Context: an optimization exercise on an open-source flow, tuned for small area, a short achievable clock period and few clock cycles per item. The choices shown serve that exercise and are no tape-out recipe. At most, simulation tests tie the RTL to the original design; equivalence was not proved.

==> build 90: inputs <==
## sha384_core
module sha384_core (
    input  wire         clk,
    input  wire         rst,          
    input  wire         in_valid,
    output wire         in_ready,
    input  wire [63:0]  in_data,
    input  wire         in_first,     
    output wire         out_valid,
    output wire [383:0] out_digest
);
    localparam [63:0] IV0 = 64'hcbbb9d5dc1059ed8, IV1 = 64'h629a292a367cd507,
                      IV2 = 64'h9159015a3070dd17, IV3 = 64'h152fecd8f70e5939,
                      IV4 = 64'h67332667ffc00b31, IV5 = 64'h8eb44a8768581511,
                      IV6 = 64'hdb0c2e0d64f98fa7, IV7 = 64'h47b5481dbefa4fa4;
    reg  [6:0]  s;             
    reg         u;             
    reg         nf;            
    reg         bf;            
    reg         out_valid_q;
    reg  [1023:0] w;
    wire [63:0] w0  = w[  0 +: 64];
    wire [63:0] w1  = w[ 64 +: 64];
    wire [63:0] w9  = w[576 +: 64];
    wire [63:0] w14 = w[896 +: 64];
    wire [63:0] w15 = w[960 +: 64];
    reg  [63:0] a, b, c, d, e, f, g, p;
    reg  [63:0] ha0, ha1, ha2, ha3, he0, he1, he2, he3;
    function [63:0] rotr(input [63:0] x, input integer n);
  ...
==> flow/config.mk <==
export PLATFORM = sky130hd
export DESIGN_NAME = sha384_core
export DESIGN_NICKNAME = sha384_core
export VERILOG_FILES = /design/flow/design.v
export SDC_FILE = /design/flow/constraint.sdc
export NUM_CORES = 4
export LEC_CHECK = 0
export CAP_MARGIN = 20
export CORE_MARGIN = 2
export CORE_UTILIZATION = 40
export SLEW_MARGIN = 20
export SYNTH_MEMORY_MAX_BITS = 16384
==> flow/constraint.sdc <==
create_clock -name core_clock -period 12.0 [get_ports {clk}]
set_input_delay 2.4000 -clock core_clock [delete_from_list [all_inputs] [get_ports {clk}]]
set_output_delay 2.4000 -clock core_clock [all_outputs]
set_load 0.01 [all_outputs]
run.sh (not shown) runs the stock make flow with config.mk's settings and CLKGATE_MAP_FILE= SYNTH_SCRIPT=/design/flow/synth_recipe.tcl, a recipe that flattens the netlist after the stock synthesis.
==> inputs of trial 52, as changes to build 90 <==
--- a/flow/design.v
+++ b/flow/design.v
@@ -12,10 +12,11 @@
                       IV2 = 64'h9159015a3070dd17, IV3 = 64'h152fecd8f70e5939,
                       IV4 = 64'h67332667ffc00b31, IV5 = 64'h8eb44a8768581511,
                       IV6 = 64'hdb0c2e0d64f98fa7, IV7 = 64'h47b5481dbefa4fa4;
     reg  [6:0]  s;             
     reg         u;             
+    reg         rnd_q, step0_q, sched_q, fadd_q, fin_q, ivld_q, rdy_q;
     reg         nf;            
     reg         bf;            
     reg         out_valid_q;
     reg  [1023:0] w;
     wire [63:0] w0  = w[  0 +: 64];
@@ -26,13 +27,15 @@
     reg  [63:0] a, b, c, d, e, f, g, p;
     reg  [63:0] ha0, ha1, ha2, ha3, he0, he1, he2, he3;
     function [63:0] rotr(input [63:0] x, input integer n);
         rotr = (x >> n) | (x << (64 - n));
     endfunction
-    reg [63:0] kv;
+    reg  [63:0] kv;
+    reg  [63:0] kq;
+    wire [6:0]  s_nk;
     always @(*) begin
-        case (s)
+        case (s_nk)
         7'd0: kv = 64'h428a2f98d728ae22;
         7'd1: kv = 64'h7137449123ef65cd;
         7'd2: kv = 64'hb5c0fbcfec4d3b2f;
         7'd3: kv = 64'he9b5dba58189dbbc;
         7'd4: kv = 64'h3956c25bf348b538;
@@ -113,83 +116,118 @@
         7'd79: kv = 64'h6c44198c4a475817;
         7'd81: kv = 64'h428a2f98d728ae22;
         default: kv = 64'h0;
         endcase
     end
-    wire s_fin  = (s == 7'd81);
-    wire s_zero = (s == 7'd0);
-    wire s_le15 = (s <= 7'd15);
-    wire s_fill = (s >= 7'd16) && (s <= 7'd80);
-    assign in_ready = (s <= 7'd14) || ((s == 7'd15) && !u) || (s == 7'd79) ||
-                      ((s == 7'd80) && !u) || s_fin;
-    wire take  = in_valid && in_ready;
-    wire word0 = take && ((s_zero && !u) || (s == 7'd79) || (s == 7'd80) || (s_fin && !u));
-    wire step0 = u && (s_zero || s_fin);                       
-    wire rnd   = (u && !s_zero && s_le15) || s_fill;           
-    wire sched = rnd && (s >= 7'd15) && (s <= 7'd78);          
-    wire cons  = u && (s_le15 || s_fin);
-    wire fadd  = (s >= 7'd78);                                 
+    function acc(input [6:0] sv, input uv);    
+        acc = (sv <= 7'd14) || ((sv == 7'd15) && !uv) || (sv == 7'd79) ||
+              ((sv == 7'd80) && !uv) || (sv == 7'd81);
+    endfunction
+    assign in_ready = rdy_q;
+    wire take  = in_valid && rdy_q;
+    wire s_fin0 = (s == 7'd0) || (s == 7'd81);
+    wire word0 = take && (s_fin0 ? !u : (s >= 7'd79));
+    wire cons  = u && ((s <= 7'd15) || (s == 7'd81));
+    wire [6:0] s_nr = s_fin0 ? {6'd0, u} : s + {6'd0, rnd_q};
+    wire       u_nr = take || (u && !cons);
+    wire       nf_nx = word0 ? in_first : nf;
+    wire       rnd_nr   = (u_nr && (s_nr >= 7'd1) && (s_nr <= 7'd15)) ||
+                          ((s_nr >= 7'd16) && (s_nr <= 7'd80));
+    wire       step0_nr = u_nr && ((s_nr == 7'd0) || (s_nr == 7'd81));
+    assign s_nk = s_nr;
+    always @(posedge clk) begin
+        s       <= rst ? 7'd0 : s_nr;
+        u       <= !rst && u_nr;
+        nf      <= nf_nx;
+        rnd_q   <= !rst && rnd_nr;
+        step0_q <= !rst && step0_nr;
+        sched_q <= !rst && rnd_nr && (s_nr >= 7'd15) && (s_nr <= 7'd78);
+        fadd_q  <= !rst && (s_nr >= 7'd78);
+        fin_q   <= !rst && (s_nr == 7'd81);
+        ivld_q  <= !rst && step0_nr && nf_nx;
+        rdy_q   <= rst || acc(s_nr, u_nr);
+        out_valid_q <= !rst && fin_q;
+    end
+    function [63:0] x3(input [63:0] x, input [63:0] y, input [63:0] z);
+        x3 = x ^ y ^ z;
+    endfunction
+    function [63:0] m3(input [63:0] x, input [63:0] y, input [63:0] z);
+        m3 = ((x & y) | (x & z) | (y & z)) << 1;
+    endfunction
+    function [63:0] bk_add(input [63:0] x, input [63:0] y);
+        reg [63:0] gg, pp, p0;
+        integer d, i;
+        begin
+            gg = x & y;
+            pp = x ^ y;
+            p0 = pp;
+            for (d = 1; d < 64; d = d * 2)
+                for (i = 2 * d - 1; i < 64; i = i + 2 * d) begin
+                    gg[i] = gg[i] | (pp[i] & gg[i - d]);
+                    pp[i] = pp[i] & pp[i - d];
+                end
+            for (d = 16; d >= 1; d = d / 2)
+                for (i = 3 * d - 1; i < 64; i = i + 2 * d) begin
+                    gg[i] = gg[i] | (pp[i] & gg[i - d]);
+                    pp[i] = pp[i] & pp[i - d];
+                end
+            bk_add = p0 ^ {gg[62:0], 1'b0};
+        end
+    endfunction
     wire [63:0] bsig0 = rotr(a, 28) ^ rotr(a, 34) ^ rotr(a, 39);
     wire [63:0] bsig1 = rotr(e, 14) ^ rotr(e, 18) ^ rotr(e, 41);
-    wire [63:0] ch    = (e & f) ^ (~e & g);
-    wire [63:0] maj   = (a & b) ^ (a & c) ^ (b & c);
-    wire [63:0] a_r   = p + bsig1 + ch + bsig0 + maj;
-    wire [63:0] e_r   = d + p + bsig1 + ch;
+    wire [63:0] ch    = (e & f) | (~e & g);
+    wire [63:0] mj    = (a & (b | c)) | (b & c);
+    wire [63:0] as1 = x3(p, ch, mj),        ac1 = m3(p, ch, mj);
+    wire [63:0] as2 = x3(as1, ac1, bsig1),  ac2 = m3(as1, ac1, bsig1);
+    wire [63:0] as3 = x3(as2, ac2, bsig0),  ac3 = m3(as2, ac2, bsig0);
+    wire [63:0] a_r = as3 + ac3;
+    wire [63:0] es1 = x3(d, p, ch),         ec1 = m3(d, p, ch);
+    wire [63:0] es2 = x3(es1, ec1, bsig1),  ec2 = m3(es1, ec1, bsig1);
+    wire [63:0] e_r = es2 + ec2;
     wire [63:0] ssig0 = rotr(w1, 1) ^ rotr(w1, 8) ^ (w1 >> 7);
     wire [63:0] ssig1 = rotr(w14, 19) ^ rotr(w14, 61) ^ (w14 >> 6);
-    wire [63:0] w_new = ssig1 + w9 + ssig0 + w0;
-    wire [63:0] hsrc  = !step0 ? g : nf ? IV7 : s_fin ? he2 : he3;
-    wire [63:0] p_n   = hsrc + kv + w15;
+    wire [63:0] ws1 = x3(w0, w9, ssig0),    wc1 = m3(w0, w9, ssig0);
+    wire [63:0] ws2 = x3(ws1, wc1, ssig1),  wc2 = m3(ws1, wc1, ssig1);
+    wire [63:0] w_new = ws2 + wc2;
+    wire [63:0] hsrc  = !step0_q ? g : nf ? IV7 : fin_q ? he2 : he3;
+    wire [63:0] ps1 = x3(hsrc, kq, w15),   pc1 = m3(hsrc, kq, w15);
+    wire [63:0] p_n   = bk_add(ps1, pc1);
     reg  [63:0] ivx, ivy;
     always @(*) begin
         case (s[1:0])
         2'd2:    begin ivx = IV3; ivy = IV7; end    
         2'd3:    begin ivx = IV2; ivy = IV6; end    
         2'd0:    begin ivx = IV1; ivy = IV5; end    
         default: begin ivx = IV0; ivy = IV4; end    
         endcase
     end
-    wire [63:0] xsum = (bf ? ivx : ha3) + a;
-    wire [63:0] ysum = (bf ? ivy : he3) + e;
+    wire [63:0] xsum = bk_add(bf ? ivx : ha3, a);
+    wire [63:0] ysum = bk_add(bf ? ivy : he3, e);
     assign out_valid  = out_valid_q;
     assign out_digest = {ha0, ha1, ha2, ha3, he0, he1};
     always @(posedge clk) begin
-        if (rst) begin
-            s           <= 7'd0;
-            u           <= 1'b0;
-            out_valid_q <= 1'b0;
-        end else begin
-            out_valid_q <= s_fin;
-            u <= take || (u && !cons);
-            if (s_zero || s_fin)
-                s <= {6'd0, u};
-            else if (rnd)
-                s <= s + 7'd1;
-        end
-    end
-    always @(posedge clk) begin
-        if (word0)
-            nf <= in_first;
-        if (step0)
+        kq <= rst ? 64'h428a2f98d728ae22 : kv;
+        if (step0_q)
             bf <= nf;
         if (take)
             w <= {in_data, w[1023:64]};
-        else if (sched)
+        else if (sched_q)
             w <= {w_new, w[1023:64]};
-        if (rnd || step0)
+        if (rnd_q || step0_q)
             p <= p_n;
-        if (rnd) begin
+        if (rnd_q) begin
             a <= a_r; b <= a; c <= b; d <= c;
             e <= e_r; f <= e; g <= f;
-        end else if (step0 && nf) begin
+        end else if (ivld_q) begin
             a <= IV0; b <= IV1; c <= IV2; d <= IV3;
             e <= IV4; f <= IV5; g <= IV6;
-        end else if (s_fin) begin
+        end else if (fin_q) begin
             a <= xsum; b <= ha0; c <= ha1; d <= ha2;
             e <= ysum; f <= he0; g <= he1;
         end
-        if (fadd) begin
+        if (fadd_q) begin
             ha0 <= xsum; ha1 <= ha0; ha2 <= ha1; ha3 <= ha2;
             he0 <= ysum; he1 <= he0; he2 <= he1; he3 <= he2;
         end
     end
 endmodule
CORE_UTILIZATION = 55   (was 40)
CTS_BUF_LIST = sky130_fd_sc_hd__clkbuf_8   (was not set)
SETUP_SLACK_MARGIN = 5   (was not set)
==> qor summary <==
| quantity | build 90 | trial 52 |
|---|---|---|
| Post-layout worst setup margin | 3.216 ns | 5.108 ns |
| Cell chosen for the clock root | sky130_fd_sc_hd__clkbuf_16 | sky130_fd_sc_hd__clkbuf_8 |
| Hold Crit Start | w[814] | w[725] |
| Cell Area, Placed | 123700 um^2 | 122500 um^2 |
| Met2 track demand over resource | 49.88% | 60.27% |
| Global-route usage over all layers | 31.30% | 41.54% |
| Footprint of the multi-input gates | 48280 um^2 | 46380 um^2 |
| Result of the run | finished clean | finished clean |
| Met2 routed WL | 212.8 mm | 192.1 mm |
| Drt initial violations | 9248 | 12310 |
| Area share of xor/xnor cells in the synthesized design | 6.615% | 6.042% |
| Slew at the pin with the worst max-slew slack | 1.195 ns | 1.306 ns |
Testbench counts of trial 52, summed over its fixed seeds: cycles 31,128, items 384.
No functional check of the RTL was part of build 90.

[re-timing with driven ports]
How much do the figures lean on ideal ports? The routed layouts below were timed once more, with nothing changed but the port constraints.
Step 1: set_driving_cell puts a clkbuf_16 on clk and a buf_2 on each other input, an assumption about the parent block.
Step 2 adds t to the input delays and takes it off the output delays; t is the mean of the earliest and latest rising clock arrival at the registers after step 1. Input paths then give back, and output paths get back, about the clock's delay inside the block.
a / b / c = ideal ports / drivers / drivers and shift; a / b = the first two.
run | t (ns) | setup WS [ns] | worst setup path after step 2 | slew at the worst register clock pin (ns) | worst data-port slew with drivers (ns)
build 90 | 1.010 | 3.216 / 3.216 / 3.216 | register to register | 0.08 / 0.08 | 0.14
trial 52 | 1.158 | 5.108 / 5.108 / 5.108 | register to register | 0.08 / 0.08 | 0.08
After both steps setup and hold are still met in every run listed.
